This design comes from an exercise in tuning for small area, a short achievable clock period and few clock cycles per item on the open sky130 flow, not from production work.
The RTL was checked by simulation tests, not by an equivalence proof against the original design.

==> job 7971 <==
## hmac_tag_check
module hmac_tag_check (
    input  wire         clk,
    input  wire         rst,         
    input  wire         start,
    output wire         ready,
    input  wire [255:0] key,         
    input  wire [255:0] tag,         
    input  wire [1:0]   tag_len,     
    input  wire [15:0]  msg_len,     
    input  wire         in_valid,
    output wire         in_ready,
    input  wire [31:0]  in_data,     
    output wire         done,
    output wire         pass,
    output wire [255:0] mac
);
clock: 10.0 ns
lec_check: 0
cap_margin: 20
core_margin: 2
core_utilization: 60
place_density: 0.72
setup_slack_margin: 5
slew_margin: 20
standard.sh (not shown) runs the stock make flow with config.mk's settings and CLKGATE_MAP_FILE= SYNTH_SCRIPT=/design/flow/synth_recipe.tcl, a recipe that flattens the netlist after the stock synthesis.
==> flow/flow/run.sh <==
#!/bin/bash
# Layout flow: the standard flow, with every port buffered by the
# smallest buffer (buf_1) instead of the delay buffer buffer_ports picks.
set -euo pipefail
export BUFFER_PORTS_ARGS="-buffer_cell sky130_fd_sc_hd__buf_1"
bash standard.sh synth > synth.log 2>&1
bash standard.sh > layout.log 2>&1
==> job 1865: changes against job 7971 <==
--- a/flow/design.v
+++ b/flow/design.v
@@ -113,11 +113,13 @@
         end
     endfunction
     wire norm     = !rec && !rs0 && !ri;
     wire trans    = norm && (bc == 7'd63 || bc == 7'd64);   
     wire bc_end   = norm && (bc == 7'd64);
-    wire init     = (bc_end && !pend) || ri;               
+    reg  init;               
+    reg  ikey;               
+    reg  zadd;               
     wire in_block = (phase == P_IKEY) || (phase == P_MSG) ||
                     (phase == P_OKEY) || (phase == P_OUTER);
     wire [2:0] nphase = next_phase(phase, lastblk);        
     wire [2:0] fphase = trans ? nphase : phase;
     wire [3:0] fslot  = (rs0 || (norm && bc == 7'd63)) ? 4'd0 :
@@ -190,13 +192,13 @@
             2'd2:    begin iva = IV2; ive = IV6; end    
             2'd3:    begin iva = IV1; ive = IV5; end    
             default: begin iva = IV0; ive = IV4; end    
         endcase
     end
-    wire [31:0] suma = (civ ? iva : ha[3]) + (chain_zero ? 32'h0 : a);
-    wire [31:0] sume = (civ ? ive : he[3]) + (chain_zero ? 32'h0 : e);
-    wire [31:0] hnext = init ? (fkey ? IV7 : he[2]) : g;
+    wire [31:0] suma = (civ ? iva : ha[3]) + (zadd ? 32'h0 : a);
+    wire [31:0] sume = (civ ? ive : he[3]) + (zadd ? 32'h0 : e);
+    wire [31:0] hnext = init ? (ikey ? IV7 : he[2]) : g;
     wire [31:0] p_new = hnext + k_t + w[15];
     reg done_r, ready_r, in_ready_r;
     assign ready    = ready_r;
     assign in_ready = in_ready_r;
     integer i;
@@ -306,10 +308,14 @@
         lastblk <= lastblk_n;
         lb_new  <= lb_new_n;
         civ     <= civ_n;
         done_r  <= done_n;
         ready_r <= (phase_n == P_IDLE) || (phase_n == P_DONE);
+        init <= (!rec_n && !rs0_n && !ri_n && !pend_n && bc_n == 7'd64) || ri_n;
+        ikey <= !ri_n && (next_phase(phase_n, lastblk_n) == P_IKEY ||
+                          next_phase(phase_n, lastblk_n) == P_OKEY);
+        zadd <= (rec_n && rcnt_n <= 5'd2) || rs0_n || ri_n;
         in_ready_r <= need_f(phase_n, bc_n, rec_n, rs0_n, ri_n, pend_n, jsave_n,
                              rem_n != 16'd0, lastblk_n);
         if (ready && start) begin
             tag_r     <= tag;
             tag_len_r <= tag_len;
@@ -332,11 +338,11 @@
     always @(posedge clk) begin
         for (i = 0; i < 15; i = i + 1)
             w[i] <= w[i + 1];
         w[15] <= wtail;
         if (init) begin
-            if (fkey) begin
+            if (ikey) begin
                 a <= IV0; b <= IV1; c <= IV2; d <= IV3;
                 e <= IV4; f <= IV5; g <= IV6;
             end else begin
                 a <= suma;  b <= ha[0]; c <= ha[1]; d <= ha[2];
                 e <= sume;  f <= he[0]; g <= he[1];
- CORE_UTILIZATION: 60 -> 50
- CTS_BUF_LIST: not set -> sky130_fd_sc_hd__clkbuf_8
- CTS_CLUSTER_DIAMETER: not set -> 40
- CTS_CLUSTER_SIZE: not set -> 12
- PLACE_DENSITY: 0.72 -> 0.65
==> comparison <==
- Global-route usage: job 7971 is higher than job 1865 (6.9 points).
- Of job 1865 and job 7971, job 1865 has the higher worst hold slack (gap 0.030 ns).
- Of job 1865 and job 7971, job 7971 has the higher critical path depth (gap 9).
- Maximum frequency: job 1865 is higher than job 7971 (about 16%).
Testbench counts of job 7971, summed over its fixed seeds: cycles 121,413, items 320.
Testbench counts of job 1865, summed over its fixed seeds: cycles 121,413, items 320.

========
==> run a <==
hmac_tag_check with an RTL version that a note above also has.
export LEC_CHECK = 0
export CAP_MARGIN = 30
export CORE_MARGIN = 2
export CORE_UTILIZATION = 55
export CTS_BUF_LIST = sky130_fd_sc_hd__clkbuf_8
export CTS_CLUSTER_DIAMETER = 40
export CTS_CLUSTER_SIZE = 12
export PLACE_DENSITY = 0.68
export SETUP_SLACK_MARGIN = 5
export SLEW_MARGIN = 30
create_clock -name core_clock -period 10.0 [get_ports {clk}]
Scripts as last shown in full above: flow/flow/run.sh
==> inputs of run b, as changes to run a <==
Settings changed: CORE_UTILIZATION 55 to 60, PLACE_DENSITY 0.68 to 0.72.
==> insert_results.sql <==
INSERT INTO impl_metrics (metric_group, metric, value, unit) VALUES
('critical_path', 'critPathKind', 'reg2reg', ''),
('critical_path', 'critical_path.reg2reg.endpoint', 'a[22]', ''),
('critical_path', 'worst_setup_path_startpoint', 'e[13]', ''),
('route', 'post_drt_wl_per_cell', '34.2', 'um'),
('critical_path', 'crit_path_end_kind', 'register', ''),
('place', 'post_dp_cell_area', '0.0816', 'sq mm'),
('grt', 'antenna_found_initial', '25', ''),
('floorplanning', 'floorplan_die_area', '0.142', 'sq mm'),
('outcome', 'outcome', 'timing/DRC/antenna clean', ''),
('grt', 'met1_usage', '56.1', '%'),
('floorplanning', 'row_count', '136', '');
[end of results for run a]
==> insert_results.sql <==
INSERT INTO impl_metrics (metric_group, metric, value, unit) VALUES
('outcome', 'outcome', 'timing/DRC/antenna clean', ''),
('critical_path', 'critical_path.endpoint', 'pass', ''),
('floorplanning', 'floorplan_die_area', '0.130', 'sq mm'),
('floorplanning', 'row_count', '130', ''),
('place', 'post_dp_cell_area', '0.0814', 'sq mm'),
('critical_path', 'critPathKind', 'reg2out', ''),
('timing', 'final.hold.worst_slack', '0.314', 'ns'),
('critical_path', 'worst_setup_path_startpoint', 'he[0][2]', ''),
('critical_path', 'crit_path_end_kind', 'output port', '');
[end of results for run b]
Testbench counts of run a, summed over its fixed seeds: cycles 121,413, items 320.
Testbench counts of run b, summed over its fixed seeds: cycles 121,413, items 320.

## re-timing with driven ports
Ports are ideal in the flow. The routed layouts listed here were re-timed in OpenROAD. Step 1 assumes that a clkbuf_16 drives the clock port and a buf_2 every other input. Step 2 times the ports against the registers' clock, not the clock port: input delays grow and output delays shrink by t, the midpoint of the rising clock arrivals with the driver on. a / b / c = no drivers / after step 1 / after step 2; a / b = the first two.
run | t (ns) | setup slack, ns | worst slew at a driven data input, ns
job 7971 | 0.903 | 3.951 / 3.951 / 3.771 | 0.10
job 1865 | 1.056 | 4.782 / 4.782 / 4.115 | 0.17
run a | 1.042 | 4.925 / 4.904 / 4.061 | 0.13
run b | 1.074 | 4.628 / 4.536 / 4.105 | 0.11
After both steps every run listed still meets setup and hold. The setup slack of run a, which loses most, moves by -0.021 ns with the drivers and by -0.864 ns with both steps.
